Source: an optimization exercise on an open RTL-to-GDS flow (aim: small area). Production flows keep margins and buffers that such runs may drop. In this exercise RTL edits were held to simulation tests only and were not proved equivalent to the original.

==> flow/design.v (outline; a module is shown in full before it is edited, if it fits) <==
// module mxfp4_block_dot: 806 lines
module mxfp4_block_dot (
    input  wire         clk,
    input  wire         rst,
    input  wire         in_valid,
    input  wire         in_first,
    input  wire         in_last,
    input  wire [127:0] in_a,       
    input  wire [127:0] in_b,
    input  wire [7:0]   in_sa,      
    input  wire [7:0]   in_sb,      
    output reg          out_valid,
    output wire [31:0]  out_d
);
  // ...
==> flow/flow/run.sh <==
#!/bin/bash
# Own layout flow: the standard layout (standard.sh, ORFS), with four
# changes:
#  - synthesis skips Yosys's generic "abc -fast" pre-mapping inside synth
#    (SYNTH_ARGS=-noabc), so extract_fa sees the design's full adders as
#    written;
#  - ABC's technology mapping runs flow/area.abc (&dch + &nf with area
#    recovery) instead of abc_area.script; flow/my_synth.tcl is the standard flow's
#    synth_recipe.tcl with only that change;
#  - port buffers are the smallest buffer cell (sky130_fd_sc_hd__buf_1)
#    instead of the one buffer_ports picks by default;
#  - clock tree synthesis builds the tree from clkbuf_4 cells (clkbuf_8 at
#    the root) instead of clkbuf_16, without dummy loads.
# Everything else (floorplan, power grid, taps, placement, CTS, routing) is
# the standard flow. Each step's full log is under orfs/logs/; make's own
# output goes to flow.log.
set -euo pipefail
here=$(pwd)
bash standard.sh "SYNTH_SCRIPT=$here/flow/my_synth.tcl" "SYNTH_ARGS=-noabc" \
    "BUFFER_PORTS_ARGS=-buffer_cell sky130_fd_sc_hd__buf_1" \
    "CTS_ARGS=-sink_clustering_enable -repair_clock_nets -dont_use_dummy_load -buf_list sky130_fd_sc_hd__clkbuf_4 -root_buf sky130_fd_sc_hd__clkbuf_8" \
    finish > flow.log 2>&1
==> flow/flow/area.abc <==
strash
&get -n
&dch
&nf -R 1000
&put
topo
==> flow/flow/my_synth.tcl <==
# The standard flow's synthesis script (synth_recipe.tcl, in the work folder) unchanged,
# except that ABC's technology mapping runs flow/area.abc in place of the
# flow's abc_area.script.
set my_flow_dir [file dirname [file normalize [info script]]]
set my_abc_script [file join $my_flow_dir area.abc]
proc abc {args} {
  set i [lsearch -exact $args -script]
  if { $i >= 0 } {
    lset args [expr { $i + 1 }] $::my_abc_script
  }
  yosys abc {*}$args
}
source [file join [file dirname $my_flow_dir] synth_recipe.tcl]
==> flow/standard.sh <==
#!/bin/bash
# synth_recipe.tcl (not shown) runs the flow's synth.tcl, then flattens the netlist and writes it again
# the make line also repeats each setting of config.mk as NAME=value (left out here)
make -C /OpenROAD-flow-scripts/flow DESIGN_CONFIG=/design/flow/config.mk WORK_HOME=/design/flow/orfs CLKGATE_MAP_FILE= SYNTH_SCRIPT=/design/flow/synth_recipe.tcl "${@:-finish}"
==> flow/config.mk <==
export PLATFORM = sky130hd
export DESIGN_NAME = mxfp4_block_dot
export DESIGN_NICKNAME = mxfp4_block_dot
export VERILOG_FILES = /design/flow/design.v
export SDC_FILE = /design/flow/constraint.sdc
export NUM_CORES = 4
export LEC_CHECK = 0
export ABC_AREA = 1
export CAP_MARGIN = 5
export CORE_MARGIN = 2
export CORE_UTILIZATION = 60
export GPL_TIMING_DRIVEN = 0
export SLEW_MARGIN = 5
==> flow/constraint.sdc <==
create_clock -name core_clock -period 35.0 [get_ports {clk}]
set_input_delay 7.0000 -clock core_clock [delete_from_list [all_inputs] [get_ports {clk}]]
set_output_delay 7.0000 -clock core_clock [all_outputs]
set_load 0.01 [all_outputs]
==> qor.csv, run 1 <==
metric,value,unit
Post-Place Cells,3827,
HP Class,reg2reg,
initial antenna violation count,5,
Die Area,39600,um2
worst flop-to-flop path startpoint,s1_first$_DFF_P_,
status,"complete, no violations",
GRT Max-Usage Layer,met2,
Storage cell area,1200,um2
clkbuf count,9,
hold_sp,s1_lastv$_DFF_P_,
CP Capture Point,acc[31]$_DFF_P_,
num ports,310,
CORE AREA,37600,um2
main combinational cell family by area after synthesis,adder cells,
final slew viol count,0,
Layout Nets,4026,
footprint of the multi-input gates,21400,um2
WL/cell,19.4,um
Final Hold Vio Count,0,
final hold slack,458,ps
Post-synth EDFFs,0,
Max Cap Viol,0,
Worst Skew,45.9,ps
commonest cells in the netlist,"nand2_1 (650), fa_1 (326), nor2_1 (283)",
FF+latch count,60,
Non-clk invs,73,
met2 GRT Util,0.653,
Syn. warnings,1,
met3 routed WL,5.21,mm
==> module mxfp4_block_dot, before the edit <==
module mxfp4_block_dot (
    input  wire         clk,
    input  wire         rst,
    input  wire         in_valid,
    input  wire         in_first,
    input  wire         in_last,
    input  wire [127:0] in_a,       
    input  wire [127:0] in_b,
    input  wire [7:0]   in_sa,      
    input  wire [7:0]   in_sb,      
    output reg          out_valid,
    output wire [31:0]  out_d
);
    function [7:0] qsg;
        input [2:0] a;
        input [2:0] b;
        input       s;
        reg         na, nb, a0, a1, a2, b0, b1, b2, m0;
        reg   [4:0] sh;
        reg   [3:0] M;
        integer     c, k;
        begin
            na = a[2] | a[1];
            nb = b[2] | b[1];
            a0 = ~a[2];  a1 = a[2] & ~a[1];  a2 = a[2] & a[1];
            b0 = ~b[2];  b1 = b[2] & ~b[1];  b2 = b[2] & b[1];
            sh[0] = a0 & b0;
            sh[1] = (a0 & b1) | (a1 & b0);
            sh[2] = (a0 & b2) | (a1 & b1) | (a2 & b0);
            sh[3] = (a1 & b2) | (a2 & b1);
            sh[4] = a2 & b2;
            m0 = a[0] & b[0];
            M  = {na & nb & m0, na & nb & ~m0, (na & b[0]) ^ (a[0] & nb), m0} ^ {4{s}};
            for (c = 0; c < 8; c = c + 1) begin
                qsg[c] = 1'b0;
                for (k = 0; k < 5; k = k + 1)
                    if (c - k >= 0 && c - k <= 3)
                        qsg[c] = qsg[c] | (sh[k] & M[c - k]);
                    else
                        qsg[c] = qsg[c] | (sh[k] & s);
            end
        end
    endfunction
    function [32:0] rca;
        input [31:0] a;
        input [31:0] b;
        input        ci;
        reg          c;
        integer      j;
        begin
            c = ci;
            for (j = 0; j < 32; j = j + 1) begin
                rca[j] = a[j] ^ b[j] ^ c;
                c = (a[j] & b[j]) | (a[j] & c) | (b[j] & c);
            end
            rca[32] = c;
        end
    endfunction
    wire [31:0] sg;
    assign sg[0] = in_a[3] ^ in_b[3];
    wire [7:0] q0 = qsg(in_a[2:0], in_b[2:0], sg[0]);
    assign sg[1] = in_a[7] ^ in_b[7];
    wire [7:0] q1 = qsg(in_a[6:4], in_b[6:4], sg[1]);
    assign sg[2] = in_a[11] ^ in_b[11];
    wire [7:0] q2 = qsg(in_a[10:8], in_b[10:8], sg[2]);
    assign sg[3] = in_a[15] ^ in_b[15];
    wire [7:0] q3 = qsg(in_a[14:12], in_b[14:12], sg[3]);
    assign sg[4] = in_a[19] ^ in_b[19];
    wire [7:0] q4 = qsg(in_a[18:16], in_b[18:16], sg[4]);
    assign sg[5] = in_a[23] ^ in_b[23];
    wire [7:0] q5 = qsg(in_a[22:20], in_b[22:20], sg[5]);
    assign sg[6] = in_a[27] ^ in_b[27];
    wire [7:0] q6 = qsg(in_a[26:24], in_b[26:24], sg[6]);
    assign sg[7] = in_a[31] ^ in_b[31];
    wire [7:0] q7 = qsg(in_a[30:28], in_b[30:28], sg[7]);
    assign sg[8] = in_a[35] ^ in_b[35];
    wire [7:0] q8 = qsg(in_a[34:32], in_b[34:32], sg[8]);
    assign sg[9] = in_a[39] ^ in_b[39];
    wire [7:0] q9 = qsg(in_a[38:36], in_b[38:36], sg[9]);
    assign sg[10] = in_a[43] ^ in_b[43];
    wire [7:0] q10 = qsg(in_a[42:40], in_b[42:40], sg[10]);
    assign sg[11] = in_a[47] ^ in_b[47];
    wire [7:0] q11 = qsg(in_a[46:44], in_b[46:44], sg[11]);
    assign sg[12] = in_a[51] ^ in_b[51];
    wire [7:0] q12 = qsg(in_a[50:48], in_b[50:48], sg[12]);
    assign sg[13] = in_a[55] ^ in_b[55];
    wire [7:0] q13 = qsg(in_a[54:52], in_b[54:52], sg[13]);
    assign sg[14] = in_a[59] ^ in_b[59];
    wire [7:0] q14 = qsg(in_a[58:56], in_b[58:56], sg[14]);
    assign sg[15] = in_a[63] ^ in_b[63];
    wire [7:0] q15 = qsg(in_a[62:60], in_b[62:60], sg[15]);
    assign sg[16] = in_a[67] ^ in_b[67];
    wire [7:0] q16 = qsg(in_a[66:64], in_b[66:64], sg[16]);
    assign sg[17] = in_a[71] ^ in_b[71];
    wire [7:0] q17 = qsg(in_a[70:68], in_b[70:68], sg[17]);
    assign sg[18] = in_a[75] ^ in_b[75];
    wire [7:0] q18 = qsg(in_a[74:72], in_b[74:72], sg[18]);
    assign sg[19] = in_a[79] ^ in_b[79];
    wire [7:0] q19 = qsg(in_a[78:76], in_b[78:76], sg[19]);
    assign sg[20] = in_a[83] ^ in_b[83];
    wire [7:0] q20 = qsg(in_a[82:80], in_b[82:80], sg[20]);
    assign sg[21] = in_a[87] ^ in_b[87];
    wire [7:0] q21 = qsg(in_a[86:84], in_b[86:84], sg[21]);
    assign sg[22] = in_a[91] ^ in_b[91];
    wire [7:0] q22 = qsg(in_a[90:88], in_b[90:88], sg[22]);
    assign sg[23] = in_a[95] ^ in_b[95];
    wire [7:0] q23 = qsg(in_a[94:92], in_b[94:92], sg[23]);
    assign sg[24] = in_a[99] ^ in_b[99];
    wire [7:0] q24 = qsg(in_a[98:96], in_b[98:96], sg[24]);
    assign sg[25] = in_a[103] ^ in_b[103];
    wire [7:0] q25 = qsg(in_a[102:100], in_b[102:100], sg[25]);
    assign sg[26] = in_a[107] ^ in_b[107];
    wire [7:0] q26 = qsg(in_a[106:104], in_b[106:104], sg[26]);
    assign sg[27] = in_a[111] ^ in_b[111];
    wire [7:0] q27 = qsg(in_a[110:108], in_b[110:108], sg[27]);
    assign sg[28] = in_a[115] ^ in_b[115];
    wire [7:0] q28 = qsg(in_a[114:112], in_b[114:112], sg[28]);
    assign sg[29] = in_a[119] ^ in_b[119];
    wire [7:0] q29 = qsg(in_a[118:116], in_b[118:116], sg[29]);
    assign sg[30] = in_a[123] ^ in_b[123];
    wire [7:0] q30 = qsg(in_a[122:120], in_b[122:120], sg[30]);
    assign sg[31] = in_a[127] ^ in_b[127];
    wire [7:0] q31 = qsg(in_a[126:124], in_b[126:124], sg[31]);
    wire [13:0] blk_sum;
    wire ts1 = sg[0] ^ sg[1] ^ sg[2];
    wire tc2 = (sg[0] & sg[1]) | (sg[0] & sg[2]) | (sg[1] & sg[2]);
    wire ts3 = sg[3] ^ sg[4] ^ sg[5];
    wire tc4 = (sg[3] & sg[4]) | (sg[3] & sg[5]) | (sg[4] & sg[5]);
    wire ts5 = sg[6] ^ sg[7] ^ sg[8];
    wire tc6 = (sg[6] & sg[7]) | (sg[6] & sg[8]) | (sg[7] & sg[8]);
    wire ts7 = sg[9] ^ sg[10] ^ sg[11];
    wire tc8 = (sg[9] & sg[10]) | (sg[9] & sg[11]) | (sg[10] & sg[11]);
    wire ts9 = sg[12] ^ sg[13] ^ sg[14];
    wire tc10 = (sg[12] & sg[13]) | (sg[12] & sg[14]) | (sg[13] & sg[14]);
    wire ts11 = sg[15] ^ sg[16] ^ sg[17];
    wire tc12 = (sg[15] & sg[16]) | (sg[15] & sg[17]) | (sg[16] & sg[17]);
    wire ts13 = sg[18] ^ sg[19] ^ sg[20];
    wire tc14 = (sg[18] & sg[19]) | (sg[18] & sg[20]) | (sg[19] & sg[20]);
    wire ts15 = sg[21] ^ sg[22] ^ sg[23];
    wire tc16 = (sg[21] & sg[22]) | (sg[21] & sg[23]) | (sg[22] & sg[23]);
    wire ts17 = sg[24] ^ sg[25] ^ sg[26];
    wire tc18 = (sg[24] & sg[25]) | (sg[24] & sg[26]) | (sg[25] & sg[26]);
    wire ts19 = sg[27] ^ sg[28] ^ sg[29];
    wire tc20 = (sg[27] & sg[28]) | (sg[27] & sg[29]) | (sg[28] & sg[29]);
    wire ts21 = ts1 ^ ts3 ^ ts5;
    wire tc22 = (ts1 & ts3) | (ts1 & ts5) | (ts3 & ts5);
    wire ts23 = ts7 ^ ts9 ^ ts11;
    wire tc24 = (ts7 & ts9) | (ts7 & ts11) | (ts9 & ts11);
    wire ts25 = ts13 ^ ts15 ^ ts17;
    wire tc26 = (ts13 & ts15) | (ts13 & ts17) | (ts15 & ts17);
    wire ts27 = ts19 ^ sg[30] ^ sg[31];
    wire tc28 = (ts19 & sg[30]) | (ts19 & sg[31]) | (sg[30] & sg[31]);
    wire ts29 = tc2 ^ tc4 ^ tc6;
    wire tc30 = (tc2 & tc4) | (tc2 & tc6) | (tc4 & tc6);
    wire ts31 = tc8 ^ tc10 ^ tc12;
    wire tc32 = (tc8 & tc10) | (tc8 & tc12) | (tc10 & tc12);
    wire ts33 = tc14 ^ tc16 ^ tc18;
    wire tc34 = (tc14 & tc16) | (tc14 & tc18) | (tc16 & tc18);
    wire ts35 = ts21 ^ ts23 ^ ts25;
    wire tc36 = (ts21 & ts23) | (ts21 & ts25) | (ts23 & ts25);
    wire ts37 = tc22 ^ tc24 ^ tc26;
    wire tc38 = (tc22 & tc24) | (tc22 & tc26) | (tc24 & tc26);
    wire ts39 = tc28 ^ ts29 ^ ts31;
    wire tc40 = (tc28 & ts29) | (tc28 & ts31) | (ts29 & ts31);
    wire ts41 = tc30 ^ tc32 ^ tc34;
    wire tc42 = (tc30 & tc32) | (tc30 & tc34) | (tc32 & tc34);
    wire ts43 = tc36 ^ ts37 ^ ts39;
    wire tc44 = (tc36 & ts37) | (tc36 & ts39) | (ts37 & ts39);
    wire ts45 = tc38 ^ tc40 ^ ts41;
    wire tc46 = (tc38 & tc40) | (tc38 & ts41) | (tc40 & ts41);
    wire ts47 = ts43 ^ ts33 ^ tc20;
    wire tc48 = (ts43 & ts33) | (ts43 & tc20) | (ts33 & tc20);
    wire ts49 = tc48 ^ tc44 ^ ts45;
    wire tc50 = (tc48 & tc44) | (tc48 & ts45) | (tc44 & ts45);
    wire ts51 = tc50 ^ tc46 ^ tc42;
    wire tc52 = (tc50 & tc46) | (tc50 & tc42) | (tc46 & tc42);
    wire ts53 = ts35 ^ ts27;
    wire tc54 = ts35 & ts27;
    wire ts55 = ts47 ^ tc54;
    wire tc56 = ts47 & tc54;
    wire ts57 = ts49 ^ tc56;
    wire tc58 = ts49 & tc56;
    wire ts59 = ts51 ^ tc58;
    wire tc60 = ts51 & tc58;
    wire ts61 = tc52 ^ tc60;
    wire tc62 = tc52 & tc60;
    wire [5:0] nneg = {tc62, ts61, ts59, ts57, ts55, ts53};
    wire ts63 = q0[0] ^ q1[0] ^ q2[0];
    wire tc64 = (q0[0] & q1[0]) | (q0[0] & q2[0]) | (q1[0] & q2[0]);
    wire ts65 = q3[0] ^ q4[0] ^ q5[0];
    wire tc66 = (q3[0] & q4[0]) | (q3[0] & q5[0]) | (q4[0] & q5[0]);
    wire ts67 = q6[0] ^ q7[0] ^ q8[0];
    wire tc68 = (q6[0] & q7[0]) | (q6[0] & q8[0]) | (q7[0] & q8[0]);
    wire ts69 = q9[0] ^ q10[0] ^ q11[0];
    wire tc70 = (q9[0] & q10[0]) | (q9[0] & q11[0]) | (q10[0] & q11[0]);
    wire ts71 = q12[0] ^ q13[0] ^ q14[0];
    wire tc72 = (q12[0] & q13[0]) | (q12[0] & q14[0]) | (q13[0] & q14[0]);
    wire ts73 = q15[0] ^ q16[0] ^ q17[0];
    wire tc74 = (q15[0] & q16[0]) | (q15[0] & q17[0]) | (q16[0] & q17[0]);
    wire ts75 = q18[0] ^ q19[0] ^ q20[0];
    wire tc76 = (q18[0] & q19[0]) | (q18[0] & q20[0]) | (q19[0] & q20[0]);
    wire ts77 = q21[0] ^ q22[0] ^ q23[0];
    wire tc78 = (q21[0] & q22[0]) | (q21[0] & q23[0]) | (q22[0] & q23[0]);
    wire ts79 = q24[0] ^ q25[0] ^ q26[0];
    wire tc80 = (q24[0] & q25[0]) | (q24[0] & q26[0]) | (q25[0] & q26[0]);
    wire ts81 = q27[0] ^ q28[0] ^ q29[0];
    wire tc82 = (q27[0] & q28[0]) | (q27[0] & q29[0]) | (q28[0] & q29[0]);
    wire ts83 = q30[0] ^ q31[0] ^ nneg[0];
    wire tc84 = (q30[0] & q31[0]) | (q30[0] & nneg[0]) | (q31[0] & nneg[0]);
    wire ts85 = q0[1] ^ q1[1] ^ q2[1];
    wire tc86 = (q0[1] & q1[1]) | (q0[1] & q2[1]) | (q1[1] & q2[1]);
    wire ts87 = q3[1] ^ q4[1] ^ q5[1];
    wire tc88 = (q3[1] & q4[1]) | (q3[1] & q5[1]) | (q4[1] & q5[1]);
    wire ts89 = q6[1] ^ q7[1] ^ q8[1];
    wire tc90 = (q6[1] & q7[1]) | (q6[1] & q8[1]) | (q7[1] & q8[1]);
    wire ts91 = q9[1] ^ q10[1] ^ q11[1];
    wire tc92 = (q9[1] & q10[1]) | (q9[1] & q11[1]) | (q10[1] & q11[1]);
    wire ts93 = q12[1] ^ q13[1] ^ q14[1];
    wire tc94 = (q12[1] & q13[1]) | (q12[1] & q14[1]) | (q13[1] & q14[1]);
    wire ts95 = q15[1] ^ q16[1] ^ q17[1];
    wire tc96 = (q15[1] & q16[1]) | (q15[1] & q17[1]) | (q16[1] & q17[1]);
    wire ts97 = q18[1] ^ q19[1] ^ q20[1];
    wire tc98 = (q18[1] & q19[1]) | (q18[1] & q20[1]) | (q19[1] & q20[1]);
    wire ts99 = q21[1] ^ q22[1] ^ q23[1];
    wire tc100 = (q21[1] & q22[1]) | (q21[1] & q23[1]) | (q22[1] & q23[1]);
    wire ts101 = q24[1] ^ q25[1] ^ q26[1];
    wire tc102 = (q24[1] & q25[1]) | (q24[1] & q26[1]) | (q25[1] & q26[1]);
    wire ts103 = q27[1] ^ q28[1] ^ q29[1];
    wire tc104 = (q27[1] & q28[1]) | (q27[1] & q29[1]) | (q28[1] & q29[1]);
    wire ts105 = q30[1] ^ q31[1] ^ nneg[1];
    wire tc106 = (q30[1] & q31[1]) | (q30[1] & nneg[1]) | (q31[1] & nneg[1]);
    wire ts107 = q0[2] ^ q1[2] ^ q2[2];
    wire tc108 = (q0[2] & q1[2]) | (q0[2] & q2[2]) | (q1[2] & q2[2]);
    wire ts109 = q3[2] ^ q4[2] ^ q5[2];
    wire tc110 = (q3[2] & q4[2]) | (q3[2] & q5[2]) | (q4[2] & q5[2]);
    wire ts111 = q6[2] ^ q7[2] ^ q8[2];
    wire tc112 = (q6[2] & q7[2]) | (q6[2] & q8[2]) | (q7[2] & q8[2]);
    wire ts113 = q9[2] ^ q10[2] ^ q11[2];
    wire tc114 = (q9[2] & q10[2]) | (q9[2] & q11[2]) | (q10[2] & q11[2]);
    wire ts115 = q12[2] ^ q13[2] ^ q14[2];
    wire tc116 = (q12[2] & q13[2]) | (q12[2] & q14[2]) | (q13[2] & q14[2]);
    wire ts117 = q15[2] ^ q16[2] ^ q17[2];
    wire tc118 = (q15[2] & q16[2]) | (q15[2] & q17[2]) | (q16[2] & q17[2]);
    wire ts119 = q18[2] ^ q19[2] ^ q20[2];
    wire tc120 = (q18[2] & q19[2]) | (q18[2] & q20[2]) | (q19[2] & q20[2]);
    wire ts121 = q21[2] ^ q22[2] ^ q23[2];
    wire tc122 = (q21[2] & q22[2]) | (q21[2] & q23[2]) | (q22[2] & q23[2]);
    wire ts123 = q24[2] ^ q25[2] ^ q26[2];
    wire tc124 = (q24[2] & q25[2]) | (q24[2] & q26[2]) | (q25[2] & q26[2]);
    wire ts125 = q27[2] ^ q28[2] ^ q29[2];
    wire tc126 = (q27[2] & q28[2]) | (q27[2] & q29[2]) | (q28[2] & q29[2]);
    wire ts127 = q30[2] ^ q31[2] ^ nneg[2];
    wire tc128 = (q30[2] & q31[2]) | (q30[2] & nneg[2]) | (q31[2] & nneg[2]);
    wire ts129 = q0[3] ^ q1[3] ^ q2[3];
    wire tc130 = (q0[3] & q1[3]) | (q0[3] & q2[3]) | (q1[3] & q2[3]);
    wire ts131 = q3[3] ^ q4[3] ^ q5[3];
    wire tc132 = (q3[3] & q4[3]) | (q3[3] & q5[3]) | (q4[3] & q5[3]);
    wire ts133 = q6[3] ^ q7[3] ^ q8[3];
    wire tc134 = (q6[3] & q7[3]) | (q6[3] & q8[3]) | (q7[3] & q8[3]);
    wire ts135 = q9[3] ^ q10[3] ^ q11[3];
    wire tc136 = (q9[3] & q10[3]) | (q9[3] & q11[3]) | (q10[3] & q11[3]);
    wire ts137 = q12[3] ^ q13[3] ^ q14[3];
    wire tc138 = (q12[3] & q13[3]) | (q12[3] & q14[3]) | (q13[3] & q14[3]);
    wire ts139 = q15[3] ^ q16[3] ^ q17[3];
    wire tc140 = (q15[3] & q16[3]) | (q15[3] & q17[3]) | (q16[3] & q17[3]);
    wire ts141 = q18[3] ^ q19[3] ^ q20[3];
    wire tc142 = (q18[3] & q19[3]) | (q18[3] & q20[3]) | (q19[3] & q20[3]);
    wire ts143 = q21[3] ^ q22[3] ^ q23[3];
    wire tc144 = (q21[3] & q22[3]) | (q21[3] & q23[3]) | (q22[3] & q23[3]);
    wire ts145 = q24[3] ^ q25[3] ^ q26[3];
    wire tc146 = (q24[3] & q25[3]) | (q24[3] & q26[3]) | (q25[3] & q26[3]);
    wire ts147 = q27[3] ^ q28[3] ^ q29[3];
    wire tc148 = (q27[3] & q28[3]) | (q27[3] & q29[3]) | (q28[3] & q29[3]);
    wire ts149 = q30[3] ^ q31[3] ^ nneg[3];
    wire tc150 = (q30[3] & q31[3]) | (q30[3] & nneg[3]) | (q31[3] & nneg[3]);
    wire ts151 = q0[4] ^ q1[4] ^ q2[4];
    wire tc152 = (q0[4] & q1[4]) | (q0[4] & q2[4]) | (q1[4] & q2[4]);
    wire ts153 = q3[4] ^ q4[4] ^ q5[4];
    wire tc154 = (q3[4] & q4[4]) | (q3[4] & q5[4]) | (q4[4] & q5[4]);
    wire ts155 = q6[4] ^ q7[4] ^ q8[4];
    wire tc156 = (q6[4] & q7[4]) | (q6[4] & q8[4]) | (q7[4] & q8[4]);
    wire ts157 = q9[4] ^ q10[4] ^ q11[4];
    wire tc158 = (q9[4] & q10[4]) | (q9[4] & q11[4]) | (q10[4] & q11[4]);
    wire ts159 = q12[4] ^ q13[4] ^ q14[4];
    wire tc160 = (q12[4] & q13[4]) | (q12[4] & q14[4]) | (q13[4] & q14[4]);
    wire ts161 = q15[4] ^ q16[4] ^ q17[4];
    wire tc162 = (q15[4] & q16[4]) | (q15[4] & q17[4]) | (q16[4] & q17[4]);
    wire ts163 = q18[4] ^ q19[4] ^ q20[4];
    wire tc164 = (q18[4] & q19[4]) | (q18[4] & q20[4]) | (q19[4] & q20[4]);
    wire ts165 = q21[4] ^ q22[4] ^ q23[4];
    wire tc166 = (q21[4] & q22[4]) | (q21[4] & q23[4]) | (q22[4] & q23[4]);
    wire ts167 = q24[4] ^ q25[4] ^ q26[4];
    wire tc168 = (q24[4] & q25[4]) | (q24[4] & q26[4]) | (q25[4] & q26[4]);
    wire ts169 = q27[4] ^ q28[4] ^ q29[4];
    wire tc170 = (q27[4] & q28[4]) | (q27[4] & q29[4]) | (q28[4] & q29[4]);
    wire ts171 = q30[4] ^ q31[4] ^ nneg[4];
    wire tc172 = (q30[4] & q31[4]) | (q30[4] & nneg[4]) | (q31[4] & nneg[4]);
    wire ts173 = q0[5] ^ q1[5] ^ q2[5];
    wire tc174 = (q0[5] & q1[5]) | (q0[5] & q2[5]) | (q1[5] & q2[5]);
    wire ts175 = q3[5] ^ q4[5] ^ q5[5];
    wire tc176 = (q3[5] & q4[5]) | (q3[5] & q5[5]) | (q4[5] & q5[5]);
    wire ts177 = q6[5] ^ q7[5] ^ q8[5];
    wire tc178 = (q6[5] & q7[5]) | (q6[5] & q8[5]) | (q7[5] & q8[5]);
    wire ts179 = q9[5] ^ q10[5] ^ q11[5];
    wire tc180 = (q9[5] & q10[5]) | (q9[5] & q11[5]) | (q10[5] & q11[5]);
    wire ts181 = q12[5] ^ q13[5] ^ q14[5];
    wire tc182 = (q12[5] & q13[5]) | (q12[5] & q14[5]) | (q13[5] & q14[5]);
    wire ts183 = q15[5] ^ q16[5] ^ q17[5];
    wire tc184 = (q15[5] & q16[5]) | (q15[5] & q17[5]) | (q16[5] & q17[5]);
    wire ts185 = q18[5] ^ q19[5] ^ q20[5];
    wire tc186 = (q18[5] & q19[5]) | (q18[5] & q20[5]) | (q19[5] & q20[5]);
    wire ts187 = q21[5] ^ q22[5] ^ q23[5];
    wire tc188 = (q21[5] & q22[5]) | (q21[5] & q23[5]) | (q22[5] & q23[5]);
    wire ts189 = q24[5] ^ q25[5] ^ q26[5];
    wire tc190 = (q24[5] & q25[5]) | (q24[5] & q26[5]) | (q25[5] & q26[5]);
    wire ts191 = q27[5] ^ q28[5] ^ q29[5];
    wire tc192 = (q27[5] & q28[5]) | (q27[5] & q29[5]) | (q28[5] & q29[5]);
    wire ts193 = q30[5] ^ q31[5] ^ nneg[5];
    wire tc194 = (q30[5] & q31[5]) | (q30[5] & nneg[5]) | (q31[5] & nneg[5]);
    wire ts195 = q0[6] ^ q1[6] ^ q2[6];
    wire tc196 = (q0[6] & q1[6]) | (q0[6] & q2[6]) | (q1[6] & q2[6]);
    wire ts197 = q3[6] ^ q4[6] ^ q5[6];
    wire tc198 = (q3[6] & q4[6]) | (q3[6] & q5[6]) | (q4[6] & q5[6]);
    wire ts199 = q6[6] ^ q7[6] ^ q8[6];
    wire tc200 = (q6[6] & q7[6]) | (q6[6] & q8[6]) | (q7[6] & q8[6]);
    wire ts201 = q9[6] ^ q10[6] ^ q11[6];
    wire tc202 = (q9[6] & q10[6]) | (q9[6] & q11[6]) | (q10[6] & q11[6]);
    wire ts203 = q12[6] ^ q13[6] ^ q14[6];
    wire tc204 = (q12[6] & q13[6]) | (q12[6] & q14[6]) | (q13[6] & q14[6]);
    wire ts205 = q15[6] ^ q16[6] ^ q17[6];
    wire tc206 = (q15[6] & q16[6]) | (q15[6] & q17[6]) | (q16[6] & q17[6]);
    wire ts207 = q18[6] ^ q19[6] ^ q20[6];
    wire tc208 = (q18[6] & q19[6]) | (q18[6] & q20[6]) | (q19[6] & q20[6]);
    wire ts209 = q21[6] ^ q22[6] ^ q23[6];
    wire tc210 = (q21[6] & q22[6]) | (q21[6] & q23[6]) | (q22[6] & q23[6]);
    wire ts211 = q24[6] ^ q25[6] ^ q26[6];
    wire tc212 = (q24[6] & q25[6]) | (q24[6] & q26[6]) | (q25[6] & q26[6]);
    wire ts213 = q27[6] ^ q28[6] ^ q29[6];
    wire tc214 = (q27[6] & q28[6]) | (q27[6] & q29[6]) | (q28[6] & q29[6]);
    wire ts215 = q0[7] ^ q1[7] ^ q2[7];
    wire tc216 = (q0[7] & q1[7]) | (q0[7] & q2[7]) | (q1[7] & q2[7]);
    wire ts217 = q3[7] ^ q4[7] ^ q5[7];
    wire tc218 = (q3[7] & q4[7]) | (q3[7] & q5[7]) | (q4[7] & q5[7]);
    wire ts219 = q6[7] ^ q7[7] ^ q8[7];
    wire tc220 = (q6[7] & q7[7]) | (q6[7] & q8[7]) | (q7[7] & q8[7]);
    wire ts221 = q9[7] ^ q10[7] ^ q11[7];
    wire tc222 = (q9[7] & q10[7]) | (q9[7] & q11[7]) | (q10[7] & q11[7]);
    wire ts223 = q12[7] ^ q13[7] ^ q14[7];
    wire tc224 = (q12[7] & q13[7]) | (q12[7] & q14[7]) | (q13[7] & q14[7]);
    wire ts225 = q15[7] ^ q16[7] ^ q17[7];
    wire tc226 = (q15[7] & q16[7]) | (q15[7] & q17[7]) | (q16[7] & q17[7]);
    wire ts227 = q18[7] ^ q19[7] ^ q20[7];
    wire tc228 = (q18[7] & q19[7]) | (q18[7] & q20[7]) | (q19[7] & q20[7]);
    wire ts229 = q21[7] ^ q22[7] ^ q23[7];
    wire tc230 = (q21[7] & q22[7]) | (q21[7] & q23[7]) | (q22[7] & q23[7]);
    wire ts231 = q24[7] ^ q25[7] ^ q26[7];
    wire tc232 = (q24[7] & q25[7]) | (q24[7] & q26[7]) | (q25[7] & q26[7]);
    wire ts233 = q27[7] ^ q28[7] ^ q29[7];
    wire tc234 = (q27[7] & q28[7]) | (q27[7] & q29[7]) | (q28[7] & q29[7]);
    wire ts235 = ts63 ^ ts65 ^ ts67;
    wire tc236 = (ts63 & ts65) | (ts63 & ts67) | (ts65 & ts67);
    wire ts237 = ts69 ^ ts71 ^ ts73;
    wire tc238 = (ts69 & ts71) | (ts69 & ts73) | (ts71 & ts73);
    wire ts239 = ts75 ^ ts77 ^ ts79;
    wire tc240 = (ts75 & ts77) | (ts75 & ts79) | (ts77 & ts79);
    wire ts241 = tc64 ^ tc66 ^ tc68;
    wire tc242 = (tc64 & tc66) | (tc64 & tc68) | (tc66 & tc68);
    wire ts243 = tc70 ^ tc72 ^ tc74;
    wire tc244 = (tc70 & tc72) | (tc70 & tc74) | (tc72 & tc74);
    wire ts245 = tc76 ^ tc78 ^ tc80;
    wire tc246 = (tc76 & tc78) | (tc76 & tc80) | (tc78 & tc80);
    wire ts247 = tc82 ^ tc84 ^ ts85;
    wire tc248 = (tc82 & tc84) | (tc82 & ts85) | (tc84 & ts85);
    wire ts249 = ts87 ^ ts89 ^ ts91;
    wire tc250 = (ts87 & ts89) | (ts87 & ts91) | (ts89 & ts91);
    wire ts251 = ts93 ^ ts95 ^ ts97;
    wire tc252 = (ts93 & ts95) | (ts93 & ts97) | (ts95 & ts97);
    wire ts253 = ts99 ^ ts101 ^ ts103;
    wire tc254 = (ts99 & ts101) | (ts99 & ts103) | (ts101 & ts103);
    wire ts255 = tc86 ^ tc88 ^ tc90;
    wire tc256 = (tc86 & tc88) | (tc86 & tc90) | (tc88 & tc90);
    wire ts257 = tc92 ^ tc94 ^ tc96;
    wire tc258 = (tc92 & tc94) | (tc92 & tc96) | (tc94 & tc96);
    wire ts259 = tc98 ^ tc100 ^ tc102;
    wire tc260 = (tc98 & tc100) | (tc98 & tc102) | (tc100 & tc102);
    wire ts261 = tc104 ^ tc106 ^ ts107;
    wire tc262 = (tc104 & tc106) | (tc104 & ts107) | (tc106 & ts107);
    wire ts263 = ts109 ^ ts111 ^ ts113;
    wire tc264 = (ts109 & ts111) | (ts109 & ts113) | (ts111 & ts113);
    wire ts265 = ts115 ^ ts117 ^ ts119;
    wire tc266 = (ts115 & ts117) | (ts115 & ts119) | (ts117 & ts119);
    wire ts267 = ts121 ^ ts123 ^ ts125;
    wire tc268 = (ts121 & ts123) | (ts121 & ts125) | (ts123 & ts125);
    wire ts269 = tc108 ^ tc110 ^ tc112;
    wire tc270 = (tc108 & tc110) | (tc108 & tc112) | (tc110 & tc112);
    wire ts271 = tc114 ^ tc116 ^ tc118;
    wire tc272 = (tc114 & tc116) | (tc114 & tc118) | (tc116 & tc118);
    wire ts273 = tc120 ^ tc122 ^ tc124;
    wire tc274 = (tc120 & tc122) | (tc120 & tc124) | (tc122 & tc124);
    wire ts275 = tc126 ^ tc128 ^ ts129;
    wire tc276 = (tc126 & tc128) | (tc126 & ts129) | (tc128 & ts129);
    wire ts277 = ts131 ^ ts133 ^ ts135;
    wire tc278 = (ts131 & ts133) | (ts131 & ts135) | (ts133 & ts135);
    wire ts279 = ts137 ^ ts139 ^ ts141;
    wire tc280 = (ts137 & ts139) | (ts137 & ts141) | (ts139 & ts141);
    wire ts281 = ts143 ^ ts145 ^ ts147;
    wire tc282 = (ts143 & ts145) | (ts143 & ts147) | (ts145 & ts147);
    wire ts283 = tc130 ^ tc132 ^ tc134;
    wire tc284 = (tc130 & tc132) | (tc130 & tc134) | (tc132 & tc134);
    wire ts285 = tc136 ^ tc138 ^ tc140;
    wire tc286 = (tc136 & tc138) | (tc136 & tc140) | (tc138 & tc140);
    wire ts287 = tc142 ^ tc144 ^ tc146;
    wire tc288 = (tc142 & tc144) | (tc142 & tc146) | (tc144 & tc146);
    wire ts289 = tc148 ^ tc150 ^ ts151;
    wire tc290 = (tc148 & tc150) | (tc148 & ts151) | (tc150 & ts151);
    wire ts291 = ts153 ^ ts155 ^ ts157;
    wire tc292 = (ts153 & ts155) | (ts153 & ts157) | (ts155 & ts157);
    wire ts293 = ts159 ^ ts161 ^ ts163;
    wire tc294 = (ts159 & ts161) | (ts159 & ts163) | (ts161 & ts163);
    wire ts295 = ts165 ^ ts167 ^ ts169;
    wire tc296 = (ts165 & ts167) | (ts165 & ts169) | (ts167 & ts169);
    wire ts297 = tc152 ^ tc154 ^ tc156;
    wire tc298 = (tc152 & tc154) | (tc152 & tc156) | (tc154 & tc156);
    wire ts299 = tc158 ^ tc160 ^ tc162;
    wire tc300 = (tc158 & tc160) | (tc158 & tc162) | (tc160 & tc162);
    wire ts301 = tc164 ^ tc166 ^ tc168;
    wire tc302 = (tc164 & tc166) | (tc164 & tc168) | (tc166 & tc168);
    wire ts303 = tc170 ^ tc172 ^ ts173;
    wire tc304 = (tc170 & tc172) | (tc170 & ts173) | (tc172 & ts173);
    wire ts305 = ts175 ^ ts177 ^ ts179;
    wire tc306 = (ts175 & ts177) | (ts175 & ts179) | (ts177 & ts179);
    wire ts307 = ts181 ^ ts183 ^ ts185;
    wire tc308 = (ts181 & ts183) | (ts181 & ts185) | (ts183 & ts185);
    wire ts309 = ts187 ^ ts189 ^ ts191;
    wire tc310 = (ts187 & ts189) | (ts187 & ts191) | (ts189 & ts191);
    wire ts311 = tc174 ^ tc176 ^ tc178;
    wire tc312 = (tc174 & tc176) | (tc174 & tc178) | (tc176 & tc178);
    wire ts313 = tc180 ^ tc182 ^ tc184;
    wire tc314 = (tc180 & tc182) | (tc180 & tc184) | (tc182 & tc184);
    wire ts315 = tc186 ^ tc188 ^ tc190;
    wire tc316 = (tc186 & tc188) | (tc186 & tc190) | (tc188 & tc190);
    wire ts317 = tc192 ^ tc194 ^ ts195;
    wire tc318 = (tc192 & tc194) | (tc192 & ts195) | (tc194 & ts195);
    wire ts319 = ts197 ^ ts199 ^ ts201;
    wire tc320 = (ts197 & ts199) | (ts197 & ts201) | (ts199 & ts201);
    wire ts321 = ts203 ^ ts205 ^ ts207;
    wire tc322 = (ts203 & ts205) | (ts203 & ts207) | (ts205 & ts207);
    wire ts323 = ts209 ^ ts211 ^ ts213;
    wire tc324 = (ts209 & ts211) | (ts209 & ts213) | (ts211 & ts213);
    wire ts325 = tc196 ^ tc198 ^ tc200;
    wire tc326 = (tc196 & tc198) | (tc196 & tc200) | (tc198 & tc200);
    wire ts327 = tc202 ^ tc204 ^ tc206;
    wire tc328 = (tc202 & tc204) | (tc202 & tc206) | (tc204 & tc206);
    wire ts329 = tc208 ^ tc210 ^ tc212;
    wire tc330 = (tc208 & tc210) | (tc208 & tc212) | (tc210 & tc212);
    wire ts331 = tc214 ^ ts215 ^ ts217;
    wire tc332 = (tc214 & ts215) | (tc214 & ts217) | (ts215 & ts217);
    wire ts333 = ts219 ^ ts221 ^ ts223;
    wire tc334 = (ts219 & ts221) | (ts219 & ts223) | (ts221 & ts223);
    wire ts335 = ts225 ^ ts227 ^ ts229;
    wire tc336 = (ts225 & ts227) | (ts225 & ts229) | (ts227 & ts229);
    wire ts337 = ts231 ^ ts233 ^ q30[7];
    wire tc338 = (ts231 & ts233) | (ts231 & q30[7]) | (ts233 & q30[7]);
    wire ts339 = tc216 ^ tc218 ^ tc220;
    wire tc340 = (tc216 & tc218) | (tc216 & tc220) | (tc218 & tc220);
    wire ts341 = tc222 ^ tc224 ^ tc226;
    wire tc342 = (tc222 & tc224) | (tc222 & tc226) | (tc224 & tc226);
    wire ts343 = tc228 ^ tc230 ^ tc232;
    wire tc344 = (tc228 & tc230) | (tc228 & tc232) | (tc230 & tc232);
    wire ts345 = tc234 ^ ~nneg[0] ^ 1'b1;
    wire tc346 = (tc234 & ~nneg[0]) | (tc234 & 1'b1) | (~nneg[0] & 1'b1);
    wire ts347 = ts235 ^ ts237 ^ ts239;
    wire tc348 = (ts235 & ts237) | (ts235 & ts239) | (ts237 & ts239);
    wire ts349 = tc236 ^ tc238 ^ tc240;
    wire tc350 = (tc236 & tc238) | (tc236 & tc240) | (tc238 & tc240);
    wire ts351 = ts241 ^ ts243 ^ ts245;
    wire tc352 = (ts241 & ts243) | (ts241 & ts245) | (ts243 & ts245);
    wire ts353 = ts247 ^ ts249 ^ ts251;
    wire tc354 = (ts247 & ts249) | (ts247 & ts251) | (ts249 & ts251);
    wire ts355 = tc242 ^ tc244 ^ tc246;
    wire tc356 = (tc242 & tc244) | (tc242 & tc246) | (tc244 & tc246);
    wire ts357 = tc248 ^ tc250 ^ tc252;
    wire tc358 = (tc248 & tc250) | (tc248 & tc252) | (tc250 & tc252);
    wire ts359 = tc254 ^ ts255 ^ ts257;
    wire tc360 = (tc254 & ts255) | (tc254 & ts257) | (ts255 & ts257);
    wire ts361 = ts259 ^ ts261 ^ ts263;
    wire tc362 = (ts259 & ts261) | (ts259 & ts263) | (ts261 & ts263);
    wire ts363 = ts265 ^ ts267 ^ ts127;
    wire tc364 = (ts265 & ts267) | (ts265 & ts127) | (ts267 & ts127);
    wire ts365 = tc256 ^ tc258 ^ tc260;
    wire tc366 = (tc256 & tc258) | (tc256 & tc260) | (tc258 & tc260);
    wire ts367 = tc262 ^ tc264 ^ tc266;
    wire tc368 = (tc262 & tc264) | (tc262 & tc266) | (tc264 & tc266);
    wire ts369 = tc268 ^ ts269 ^ ts271;
    wire tc370 = (tc268 & ts269) | (tc268 & ts271) | (ts269 & ts271);
    wire ts371 = ts273 ^ ts275 ^ ts277;
    wire tc372 = (ts273 & ts275) | (ts273 & ts277) | (ts275 & ts277);
    wire ts373 = ts279 ^ ts281 ^ ts149;
    wire tc374 = (ts279 & ts281) | (ts279 & ts149) | (ts281 & ts149);
    wire ts375 = tc270 ^ tc272 ^ tc274;
    wire tc376 = (tc270 & tc272) | (tc270 & tc274) | (tc272 & tc274);
    wire ts377 = tc276 ^ tc278 ^ tc280;
    wire tc378 = (tc276 & tc278) | (tc276 & tc280) | (tc278 & tc280);
    wire ts379 = tc282 ^ ts283 ^ ts285;
    wire tc380 = (tc282 & ts283) | (tc282 & ts285) | (ts283 & ts285);
    wire ts381 = ts287 ^ ts289 ^ ts291;
    wire tc382 = (ts287 & ts289) | (ts287 & ts291) | (ts289 & ts291);
    wire ts383 = ts293 ^ ts295 ^ ts171;
    wire tc384 = (ts293 & ts295) | (ts293 & ts171) | (ts295 & ts171);
    wire ts385 = tc284 ^ tc286 ^ tc288;
    wire tc386 = (tc284 & tc286) | (tc284 & tc288) | (tc286 & tc288);
    wire ts387 = tc290 ^ tc292 ^ tc294;
    wire tc388 = (tc290 & tc292) | (tc290 & tc294) | (tc292 & tc294);
    wire ts389 = tc296 ^ ts297 ^ ts299;
    wire tc390 = (tc296 & ts297) | (tc296 & ts299) | (ts297 & ts299);
    wire ts391 = ts301 ^ ts303 ^ ts305;
    wire tc392 = (ts301 & ts303) | (ts301 & ts305) | (ts303 & ts305);
    wire ts393 = ts307 ^ ts309 ^ ts193;
    wire tc394 = (ts307 & ts309) | (ts307 & ts193) | (ts309 & ts193);
    wire ts395 = tc298 ^ tc300 ^ tc302;
    wire tc396 = (tc298 & tc300) | (tc298 & tc302) | (tc300 & tc302);
    wire ts397 = tc304 ^ tc306 ^ tc308;
    wire tc398 = (tc304 & tc306) | (tc304 & tc308) | (tc306 & tc308);
    wire ts399 = tc310 ^ ts311 ^ ts313;
    wire tc400 = (tc310 & ts311) | (tc310 & ts313) | (ts311 & ts313);
    wire ts401 = ts315 ^ ts317 ^ ts319;
    wire tc402 = (ts315 & ts317) | (ts315 & ts319) | (ts317 & ts319);
    wire ts403 = ts321 ^ ts323 ^ q30[6];
    wire tc404 = (ts321 & ts323) | (ts321 & q30[6]) | (ts323 & q30[6]);
    wire ts405 = tc312 ^ tc314 ^ tc316;
    wire tc406 = (tc312 & tc314) | (tc312 & tc316) | (tc314 & tc316);
    wire ts407 = tc318 ^ tc320 ^ tc322;
    wire tc408 = (tc318 & tc320) | (tc318 & tc322) | (tc320 & tc322);
    wire ts409 = tc324 ^ ts325 ^ ts327;
    wire tc410 = (tc324 & ts325) | (tc324 & ts327) | (ts325 & ts327);
    wire ts411 = ts329 ^ ts331 ^ ts333;
    wire tc412 = (ts329 & ts331) | (ts329 & ts333) | (ts331 & ts333);
    wire ts413 = ts335 ^ ts337 ^ q31[7];
    wire tc414 = (ts335 & ts337) | (ts335 & q31[7]) | (ts337 & q31[7]);
    wire ts415 = tc326 ^ tc328 ^ tc330;
    wire tc416 = (tc326 & tc328) | (tc326 & tc330) | (tc328 & tc330);
    wire ts417 = tc332 ^ tc334 ^ tc336;
    wire tc418 = (tc332 & tc334) | (tc332 & tc336) | (tc334 & tc336);
    wire ts419 = tc338 ^ ts339 ^ ts341;
    wire tc420 = (tc338 & ts339) | (tc338 & ts341) | (ts339 & ts341);
    wire ts421 = tc340 ^ tc342 ^ tc344;
    wire tc422 = (tc340 & tc342) | (tc340 & tc344) | (tc342 & tc344);
    wire ts423 = ts347 ^ ts81 ^ ts83;
    wire tc424 = (ts347 & ts81) | (ts347 & ts83) | (ts81 & ts83);
    wire ts425 = tc348 ^ ts349 ^ ts351;
    wire tc426 = (tc348 & ts349) | (tc348 & ts351) | (ts349 & ts351);
    wire ts427 = ts353 ^ ts253 ^ ts105;
    wire tc428 = (ts353 & ts253) | (ts353 & ts105) | (ts253 & ts105);
    wire ts429 = tc350 ^ tc352 ^ tc354;
    wire tc430 = (tc350 & tc352) | (tc350 & tc354) | (tc352 & tc354);
    wire ts431 = ts355 ^ ts357 ^ ts359;
    wire tc432 = (ts355 & ts357) | (ts355 & ts359) | (ts357 & ts359);
    wire ts433 = tc356 ^ tc358 ^ tc360;
    wire tc434 = (tc356 & tc358) | (tc356 & tc360) | (tc358 & tc360);
    wire ts435 = tc362 ^ tc364 ^ ts365;
    wire tc436 = (tc362 & tc364) | (tc362 & ts365) | (tc364 & ts365);
    wire ts437 = ts367 ^ ts369 ^ ts371;
    wire tc438 = (ts367 & ts369) | (ts367 & ts371) | (ts369 & ts371);
    wire ts439 = tc366 ^ tc368 ^ tc370;
    wire tc440 = (tc366 & tc368) | (tc366 & tc370) | (tc368 & tc370);
    wire ts441 = tc372 ^ tc374 ^ ts375;
    wire tc442 = (tc372 & tc374) | (tc372 & ts375) | (tc374 & ts375);
    wire ts443 = ts377 ^ ts379 ^ ts381;
    wire tc444 = (ts377 & ts379) | (ts377 & ts381) | (ts379 & ts381);
    wire ts445 = tc376 ^ tc378 ^ tc380;
    wire tc446 = (tc376 & tc378) | (tc376 & tc380) | (tc378 & tc380);
    wire ts447 = tc382 ^ tc384 ^ ts385;
    wire tc448 = (tc382 & tc384) | (tc382 & ts385) | (tc384 & ts385);
    wire ts449 = ts387 ^ ts389 ^ ts391;
    wire tc450 = (ts387 & ts389) | (ts387 & ts391) | (ts389 & ts391);
    wire ts451 = tc386 ^ tc388 ^ tc390;
    wire tc452 = (tc386 & tc388) | (tc386 & tc390) | (tc388 & tc390);
    wire ts453 = tc392 ^ tc394 ^ ts395;
    wire tc454 = (tc392 & tc394) | (tc392 & ts395) | (tc394 & ts395);
    wire ts455 = ts397 ^ ts399 ^ ts401;
    wire tc456 = (ts397 & ts399) | (ts397 & ts401) | (ts399 & ts401);
    wire ts457 = tc396 ^ tc398 ^ tc400;
    wire tc458 = (tc396 & tc398) | (tc396 & tc400) | (tc398 & tc400);
    wire ts459 = tc402 ^ tc404 ^ ts405;
    wire tc460 = (tc402 & tc404) | (tc402 & ts405) | (tc404 & ts405);
    wire ts461 = ts407 ^ ts409 ^ ts411;
    wire tc462 = (ts407 & ts409) | (ts407 & ts411) | (ts409 & ts411);
    wire ts463 = tc406 ^ tc408 ^ tc410;
    wire tc464 = (tc406 & tc408) | (tc406 & tc410) | (tc408 & tc410);
    wire ts465 = tc412 ^ tc414 ^ ts415;
    wire tc466 = (tc412 & tc414) | (tc412 & ts415) | (tc414 & ts415);
    wire ts467 = ts417 ^ ts419 ^ ts343;
    wire tc468 = (ts417 & ts419) | (ts417 & ts343) | (ts419 & ts343);
    wire ts469 = tc416 ^ tc418 ^ tc420;
    wire tc470 = (tc416 & tc418) | (tc416 & tc420) | (tc418 & tc420);
    wire ts471 = ts421 ^ tc346 ^ ~nneg[1];
    wire tc472 = (ts421 & tc346) | (ts421 & ~nneg[1]) | (tc346 & ~nneg[1]);
    wire ts473 = tc424 ^ ts425 ^ ts427;
    wire tc474 = (tc424 & ts425) | (tc424 & ts427) | (ts425 & ts427);
    wire ts475 = tc426 ^ tc428 ^ ts429;
    wire tc476 = (tc426 & tc428) | (tc426 & ts429) | (tc428 & ts429);
    wire ts477 = ts431 ^ ts361 ^ ts363;
    wire tc478 = (ts431 & ts361) | (ts431 & ts363) | (ts361 & ts363);
    wire ts479 = tc430 ^ tc432 ^ ts433;
    wire tc480 = (tc430 & tc432) | (tc430 & ts433) | (tc432 & ts433);
    wire ts481 = ts435 ^ ts437 ^ ts373;
    wire tc482 = (ts435 & ts437) | (ts435 & ts373) | (ts437 & ts373);
    wire ts483 = tc434 ^ tc436 ^ tc438;
    wire tc484 = (tc434 & tc436) | (tc434 & tc438) | (tc436 & tc438);
    wire ts485 = ts439 ^ ts441 ^ ts443;
    wire tc486 = (ts439 & ts441) | (ts439 & ts443) | (ts441 & ts443);
    wire ts487 = tc440 ^ tc442 ^ tc444;
    wire tc488 = (tc440 & tc442) | (tc440 & tc444) | (tc442 & tc444);
    wire ts489 = ts445 ^ ts447 ^ ts449;
    wire tc490 = (ts445 & ts447) | (ts445 & ts449) | (ts447 & ts449);
    wire ts491 = tc446 ^ tc448 ^ tc450;
    wire tc492 = (tc446 & tc448) | (tc446 & tc450) | (tc448 & tc450);
    wire ts493 = ts451 ^ ts453 ^ ts455;
    wire tc494 = (ts451 & ts453) | (ts451 & ts455) | (ts453 & ts455);
    wire ts495 = tc452 ^ tc454 ^ tc456;
    wire tc496 = (tc452 & tc454) | (tc452 & tc456) | (tc454 & tc456);
    wire ts497 = ts457 ^ ts459 ^ ts461;
    wire tc498 = (ts457 & ts459) | (ts457 & ts461) | (ts459 & ts461);
    wire ts499 = tc458 ^ tc460 ^ tc462;
    wire tc500 = (tc458 & tc460) | (tc458 & tc462) | (tc460 & tc462);
    wire ts501 = ts463 ^ ts465 ^ ts467;
    wire tc502 = (ts463 & ts465) | (ts463 & ts467) | (ts465 & ts467);
    wire ts503 = tc464 ^ tc466 ^ tc468;
    wire tc504 = (tc464 & tc466) | (tc464 & tc468) | (tc466 & tc468);
    wire ts505 = tc470 ^ tc472 ^ tc422;
    wire tc506 = (tc470 & tc472) | (tc470 & tc422) | (tc472 & tc422);
    wire ts507 = tc474 ^ ts475 ^ ts477;
    wire tc508 = (tc474 & ts475) | (tc474 & ts477) | (ts475 & ts477);
    wire ts509 = tc476 ^ tc478 ^ ts479;
    wire tc510 = (tc476 & tc478) | (tc476 & ts479) | (tc478 & ts479);
    wire ts511 = tc480 ^ tc482 ^ ts483;
    wire tc512 = (tc480 & tc482) | (tc480 & ts483) | (tc482 & ts483);
    wire ts513 = tc484 ^ tc486 ^ ts487;
    wire tc514 = (tc484 & tc486) | (tc484 & ts487) | (tc486 & ts487);
    wire ts515 = tc488 ^ tc490 ^ ts491;
    wire tc516 = (tc488 & tc490) | (tc488 & ts491) | (tc490 & ts491);
    wire ts517 = ts493 ^ ts403 ^ q31[6];
    wire tc518 = (ts493 & ts403) | (ts493 & q31[6]) | (ts403 & q31[6]);
    wire ts519 = tc492 ^ tc494 ^ ts495;
    wire tc520 = (tc492 & tc494) | (tc492 & ts495) | (tc494 & ts495);
    wire ts521 = tc496 ^ tc498 ^ ts499;
    wire tc522 = (tc496 & tc498) | (tc496 & ts499) | (tc498 & ts499);
    wire ts523 = tc500 ^ tc502 ^ ts503;
    wire tc524 = (tc500 & tc502) | (tc500 & ts503) | (tc502 & ts503);
    wire ts525 = tc504 ^ ts505 ^ ~nneg[2];
    wire tc526 = (tc504 & ts505) | (tc504 & ~nneg[2]) | (ts505 & ~nneg[2]);
    wire ts527 = tc508 ^ ts509 ^ ts481;
    wire tc528 = (tc508 & ts509) | (tc508 & ts481) | (ts509 & ts481);
    wire ts529 = tc510 ^ ts511 ^ ts485;
    wire tc530 = (tc510 & ts511) | (tc510 & ts485) | (ts511 & ts485);
    wire ts531 = tc512 ^ ts513 ^ ts489;
    wire tc532 = (tc512 & ts513) | (tc512 & ts489) | (ts513 & ts489);
    wire ts533 = tc514 ^ ts515 ^ ts517;
    wire tc534 = (tc514 & ts515) | (tc514 & ts517) | (ts515 & ts517);
    wire ts535 = tc516 ^ tc518 ^ ts519;
    wire tc536 = (tc516 & tc518) | (tc516 & ts519) | (tc518 & ts519);
    wire ts537 = tc520 ^ ts521 ^ ts501;
    wire tc538 = (tc520 & ts521) | (tc520 & ts501) | (ts521 & ts501);
    wire ts539 = tc522 ^ ts523 ^ ts469;
    wire tc540 = (tc522 & ts523) | (tc522 & ts469) | (ts523 & ts469);
    wire ts541 = tc526 ^ tc506 ^ ~nneg[3];
    wire tc542 = (tc526 & tc506) | (tc526 & ~nneg[3]) | (tc506 & ~nneg[3]);
    wire ts543 = tc528 ^ ts529 ^ ts383;
    wire tc544 = (tc528 & ts529) | (tc528 & ts383) | (ts529 & ts383);
    wire ts545 = tc530 ^ ts531 ^ ts393;
    wire tc546 = (tc530 & ts531) | (tc530 & ts393) | (ts531 & ts393);
    wire ts547 = tc534 ^ ts535 ^ ts497;
    wire tc548 = (tc534 & ts535) | (tc534 & ts497) | (ts535 & ts497);
    wire ts549 = tc536 ^ ts537 ^ ts345;
    wire tc550 = (tc536 & ts537) | (tc536 & ts345) | (ts537 & ts345);
    wire ts551 = tc538 ^ ts539 ^ ts471;
    wire tc552 = (tc538 & ts539) | (tc538 & ts471) | (ts539 & ts471);
    wire ts553 = tc540 ^ tc524 ^ ts525;
    wire tc554 = (tc540 & tc524) | (tc540 & ts525) | (tc524 & ts525);
    wire ts555 = tc546 ^ tc532 ^ ts533;
    wire tc556 = (tc546 & tc532) | (tc546 & ts533) | (tc532 & ts533);
    wire ts557 = tc556 ^ ts547 ^ ts413;
    wire tc558 = (tc556 & ts547) | (tc556 & ts413) | (ts547 & ts413);
    wire ts559 = tc558 ^ tc548 ^ ts549;
    wire tc560 = (tc558 & tc548) | (tc558 & ts549) | (tc548 & ts549);
    wire ts561 = tc560 ^ tc550 ^ ts551;
    wire tc562 = (tc560 & tc550) | (tc560 & ts551) | (tc550 & ts551);
    wire ts563 = tc562 ^ tc552 ^ ts553;
    wire tc564 = (tc562 & tc552) | (tc562 & ts553) | (tc552 & ts553);
    wire ts565 = tc564 ^ tc554 ^ ts541;
    wire tc566 = (tc564 & tc554) | (tc564 & ts541) | (tc554 & ts541);
    wire ts567 = tc566 ^ tc542 ^ ~nneg[4];
    wire tc568 = (tc566 & tc542) | (tc566 & ~nneg[4]) | (tc542 & ~nneg[4]);
    wire ts569 = tc544 ^ ts545;
    wire tc570 = tc544 & ts545;
    wire ts571 = ts555 ^ tc570;
    wire tc572 = ts555 & tc570;
    wire ts573 = ts557 ^ tc572;
    wire tc574 = ts557 & tc572;
    wire ts575 = ts559 ^ tc574;
    wire tc576 = ts559 & tc574;
    wire ts577 = ts561 ^ tc576;
    wire tc578 = ts561 & tc576;
    wire ts579 = ts563 ^ tc578;
    wire tc580 = ts563 & tc578;
    wire ts581 = ts565 ^ tc580;
    wire tc582 = ts565 & tc580;
    wire ts583 = ts567 ^ tc582;
    wire tc584 = ts567 & tc582;
    wire ts585 = tc568 ^ ~nneg[5] ^ tc584;
    assign blk_sum = {ts585, ts583, ts581, ts579, ts577, ts575, ts573, ts571, ts569, ts543, ts527, ts507, ts473, ts423};
    integer i;
    wire        sB0   = blk_sum[13];
    wire        zB0   = ~|blk_sum;
    wire [32:0] mbu_r = rca({19'd0, blk_sum[12:0] ^ {13{sB0}}}, 32'd0, sB0);
    wire [12:0] MBu   = mbu_r[12:0];
    reg  [3:0]  lzb;
    always @(*) begin
        lzb = 4'd13;
        for (i = 0; i < 13; i = i + 1)
            if (MBu[i]) lzb = 4'd12 - i[3:0];
    end
    wire [12:0] MBn0  = MBu << lzb;
    wire [32:0] es_r  = rca({24'd0, in_sa}, {24'd0, in_sb}, 1'b0);
    wire [32:0] tl_r  = rca({23'd0, es_r[8:0]}, {28'hFFFFFFF, ~lzb}, 1'b1);
    wire [32:0] tb_r  = rca(tl_r[31:0], {22'h3FFFFF, 10'h38B}, 1'b0);
    reg         s1_first, s1_lastv, s1_nan, sB, zeroB;
    reg  [11:0] MBf;
    reg  [9:0]  tb;
    always @(posedge clk) begin
        s1_first <= in_valid & in_first;
        s1_lastv <= in_valid & in_last & ~rst;
        s1_nan   <= in_valid & ((&in_sa) | (&in_sb));
        sB       <= sB0;
        zeroB    <= zB0 | ~in_valid;
        MBf      <= MBn0[11:0] & {12{in_valid}};
        tb       <= tb_r[9:0];
    end
    wire [12:0] MBn = {~zeroB, MBf};
    reg  [31:0] acc;
    wire [31:0] a_op  = s1_first ? 32'd0 : acc;
    wire        sA    = a_op[31];
    wire [7:0]  ea    = a_op[30:23];
    wire        a_nrm = |ea;
    wire        a_inf = &ea;
    wire [23:0] MA    = {a_nrm, a_op[22:0]};
    wire [7:0]  ta    = {ea[7:1], ea[0] | ~a_nrm};    
    wire        a_nan = &a_op[30:22];
    wire [32:0] d_r  = rca({24'd0, ta}, {{22{~tb[9]}}, ~tb}, 1'b0);
    wire [10:0] D    = d_r[10:0];
    wire        Dneg = D[10];
    wire        eq   = &D;
    wire [32:0] c_r  = rca({19'd0, MBn}, {19'd0, ~MA[23:11]}, 1'b0);
    wire        bgt  = c_r[13];                           
    wire        bigA = ~Dneg | (eq & ~bgt) | zeroB | a_inf;
    wire [10:0] shx  = D ^ {11{Dneg}};
    wire [4:0]  sh   = shx[4:0] | {5{a_inf | (|shx[10:5])}};
    wire [23:0] big  = bigA ? MA : {MBn, 11'd0};
    wire [26:0] sm0  = ~bigA ? {MA, 3'd0} : Dneg ? {MBn, 14'd0} : {1'b0, MBn, 13'd0};
    wire [26:0] sm1 = sh[0] ? {1'd0,  sm0[26:2],  |sm0[1:0]}  : sm0;
    wire [26:0] sm2 = sh[1] ? {2'd0,  sm1[26:3],  |sm1[2:0]}  : sm1;
    wire [26:0] sm3 = sh[2] ? {4'd0,  sm2[26:5],  |sm2[4:0]}  : sm2;
    wire [26:0] sm4 = sh[3] ? {8'd0,  sm3[26:9],  |sm3[8:0]}  : sm3;
    wire [26:0] sal = sh[4] ? {16'd0, sm4[26:17], |sm4[16:0]} : sm4;
    wire        sub  = sA ^ sB;
    wire        sbig = bigA ? sA : sB;
    wire [32:0] r_r  = rca({5'd0, big, 3'd0}, {4'd0, {1'b0, sal} ^ {28{sub}}}, sub);
    wire        neg  = sub & r_r[27];
    wire [27:0] V    = r_r[27:0] ^ {28{neg}};
    reg  [4:0]  L0;
    always @(*) begin
        L0 = 5'd28;
        for (i = 0; i < 28; i = i + 1)
            if (V[i]) L0 = 5'd27 - i[4:0];
    end
    wire        zeroV = ~|V;
    wire [9:0]  tbig  = bigA ? {2'd0, ta} : tb;
    wire [32:0] l_r   = rca({22'd0, tbig}, {27'h7FFFFFF, ~L0}, 1'b0);
    wire [32:0] k_r   = rca({27'd0, L0}, {27'h7FFFFFF, ~tbig[4:0]}, 1'b1);
    wire        clamp = (~|tbig[9:5] & ~k_r[5]) | zeroV;    
    wire [4:0]  Lp    = clamp ? tbig[4:0] : L0;
    wire [27:0] N     = V << Lp;
    wire        inc_pos = N[3] & (N[2] | N[1] | N[0] | N[4]);
    wire        n21     = N[2] & N[1];
    wire        inc_neg = (N[3] & n21) | ((N[3] ^ n21) & (~n21 | N[4]));
    wire        inc     = neg ? inc_neg : inc_pos;
    wire [32:0] m_r     = rca({8'd0, N[27:4]}, 32'd0, inc);
    wire [24:0] mant    = m_r[24:0];
    wire        c23     = inc & (&N[26:4]);
    wire [32:0] x_r     = rca({22'd0, l_r[9:0] & {10{~clamp}}}, {30'd0, N[27] & c23, N[27] ^ c23}, ~clamp);
    wire [9:0]  ex      = x_r[9:0];
    wire        ovf     = (|ex[9:8]) | (&ex[7:0]);
    wire        nanf  = s1_nan | a_nan;
    wire        frc   = ovf | a_inf | nanf;
    wire        zres  = ~|mant;
    wire        sgn   = (a_inf ? sA : (sbig ^ neg) & ~zres) & ~nanf;
    wire [31:0] res   = frc ? {sgn, 8'hFF, nanf, 22'd0} : {sgn, ex[7:0], mant[22:0]};
    always @(posedge clk) begin
        if (rst)
            out_valid <= 1'b0;
        else
            out_valid <= s1_lastv;
        acc <= res;
    end
    assign out_d = acc;
endmodule
==> run 2, diff against run 1 <==
--- a/flow/design.v
+++ b/flow/design.v
@@ -723,6 +723,6 @@
     wire [12:0] MBn0  = MBu << lzb;
     wire [32:0] es_r  = rca({24'd0, in_sa}, {24'd0, in_sb}, 1'b0);
-    wire [32:0] tl_r  = rca({23'd0, es_r[8:0]}, {28'hFFFFFFF, ~lzb}, 1'b1);
-    wire [32:0] tb_r  = rca(tl_r[31:0], {22'h3FFFFF, 10'h38B}, 1'b0);
+    wire [4:0]  pm    = 5'd11 - {1'b0, lzb};
+    wire [32:0] tb_r  = rca({23'd0, es_r[8:0]}, {22'h3FFFFF, pm[4] ? 5'b11011 : 5'b11100, pm}, 1'b0);
     reg         s1_first, s1_lastv, s1_nan, sB, zeroB;
     reg  [11:0] MBf;
--- a/flow/config.mk
+++ b/flow/config.mk
@@ -7,7 +7,6 @@
 export LEC_CHECK = 0
 export ABC_AREA = 1
-export CAP_MARGIN = 5
+export CAP_MARGIN = 10
 export CORE_MARGIN = 2
-export CORE_UTILIZATION = 60
-export GPL_TIMING_DRIVEN = 0
-export SLEW_MARGIN = 5
+export CORE_UTILIZATION = 55
+export SLEW_MARGIN = 10
==> run 2 against run 1 <==
Net effect: area after synthesis fell by 0.14%; maximum frequency rose by 6.2%; wire length rose by 2.7%; die area rose by 8.8%; cell count rose by 0.78%; first-iteration DRC count rose by 22%; final area barely moved; sequential share of layout area barely moved; count of clock-buffer cells in the layout did not move; global-route usage fell by 2.8 points; flip-flop and latch count did not move.
==> qor.csv, run 2 <==
metric,value,unit,change
Synth Cell Area,22800,um2,about the same
share of cells above drive strength 1,0.0159,,was 0.0105
status,"complete, no violations",,unchanged
Worst Skew,16.1,ps,was 45.9 ps
footprint of the multi-input gates,21400,um2,about the same
top flop regs,"acc (32), MBf (12), tb (10)",,unchanged
PortBufs,309,,unchanged
Post-synth EDFFs,0,,unchanged
CORE AREA,40800,um2,was 37600 um2
"most common cell after layout, fill and taps aside",nand2_1,,unchanged
Layout Nets,4034,,was 4026
worst flop-to-flop path startpoint,s1_first$_DFF_P_,,unchanged
Synth Area in Adders,0.337,,was 0.339
Longest Clk Path Bufs,2,,unchanged
Max Freq,0.0334,GHz,was 0.0314 GHz
Post-synth ARST share,0,,unchanged
WL/cell,19.8,um,was 19.4 um
root buf cell,clkbuf_8,,unchanged
row cnt,74,,was 71
vias,24600,,about the same
sequential element share of the synthesized area,0.0528,,was 0.0527
max reg flops,32,,unchanged
DRT iter0 DRCs,2963,,was 2429
syn_nets,3681,,was 3696
Max Cap Viol,0,,unchanged
data arrival time of the worst path,30200,ps,was 32100 ps
Storage cell area,1200,um2,unchanged
hold_sp,s1_lastv$_DFF_P_,,unchanged
CP endpoint kind,register,,unchanged
hpwl dp,66.0,mm,was 63.9 mm
Final ANT Viol Nets,0,,unchanged
Final Hold Vio Count,0,,unchanged
commonest cells in the netlist,"nand2_1 (657), fa_1 (329), o21ai_0 (282)",,"was nand2_1 (650), fa_1 (326), nor2_1 (283)"
"Most flops, register",acc,,unchanged
Die Area,43000,um2,was 39600 um2
Die W,207,um,was 199 um
num ports,310,,unchanged
CP max FO,51,,was 39
final slew viol count,0,,unchanged
HP Class,reg2reg,,unchanged
CTS buffer count,9,,unchanged
Syn. warnings,1,,unchanged
initial antenna violation count,2,,was 5
Post-CTS Setup Repair Bufs,0,,unchanged
Synth Area in Simple Gates,0.264,,was 0.259
Clock Pin Slew Worst Setup and Hold Paths,80,ps,was 100 ps
main combinational cell family by area after synthesis,adder cells,,unchanged
"Setup violations, final",0,,unchanged
[run 2: kinds of logic after synthesis]
kind of cell / after synthesis
mux: 75
flops: 60
xor+xnor: 186
buf+inv: 59
fa+ha+maj: 416
compound gates: 815
simple gates: 1377
[run 2: final timing paths]
check,to,depth (start not counted)
setup / recovery,acc[31]$_DFF_P_,127
hold / removal,out_valid$_SDFF_PP0_,1
setup reg to reg,acc[31]$_DFF_P_,127
hold reg to reg,out_valid$_SDFF_PP0_,1
[run 2: routing by layer]
| metal | share of wire | GRT usage |
|---|---|---|
| met5 | 0.00017 | 0 |
| met4 | 0.048 | 0.148 |
| met3 | 0.060 | 0.0250 |
| met2 | 0.49 | 0.613 |
| met1 | 0.40 | 0.438 |
[run 2: cell type report]
type,instances,share of cell area
Sequential cell,60,0.0480
Clock buffer,9,0.00495
Multi-Input combinational cell,2869,0.855
Inverter,59,0.00886
Tap cell,532,0.0266
Timing Repair Buffer,342,0.0563
Antenna cell,1,0.000100
[run 2: worst max-delay path, delay by kind of cell (launching register included)]
kind / cells / cell delay, ps
multiplexers: 1 / 350
adder cells (fa/ha/maj): 64 / 18800
buffers and inverters: 11 / 2430
AND/OR/NAND/NOR: 22 / 2940
AO/OA/AOI/OAI: 28 / 4380
XOR/XNOR: 1 / 280
flip-flops: 1 / 580
[run 2: per-stage QoR]
step / hold slack, ps / utilization / instances / cell area [um2]
floorplan: 414 / - / 2988 / 22800
global placement: 491 / 0.609 / 3862 / 24900
detailed placement: 481 / 0.609 / 3862 / 24900
CTS: 470 / 0.612 / 3871 / 25000
global route: 488 / 0.612 / 3872 / 25000
finish: 476 / 0.612 / 3872 / 25000

==> static timing again, ports no longer ideal <==
Ports are ideal in the flow. The routed layouts listed here were re-timed in OpenROAD. Step 1, drivers: a clkbuf_16 drives clk and a buf_2 each remaining input, both assumed. Step 2 also shifts input and output timing later by t, the mid clock arrival at the registers, as if the neighbouring blocks saw the same clock. Three values: ideal ports, drivers, drivers and shift; two values: the first two.
run | shift t [ns] | setup WS [ns] | worst setup path after step 2 | slew at the worst register clock pin (ns) | worst slew at a driven data input, ns
run 1 | 0.414 | 3.192 / 3.192 / 3.192 | register to register | 0.10 / 0.10 | 0.10
run 2 | 0.393 | 5.045 / 5.045 / 5.045 | register to register | 0.08 / 0.08 | 0.11
After both steps every run listed still meets setup and hold.
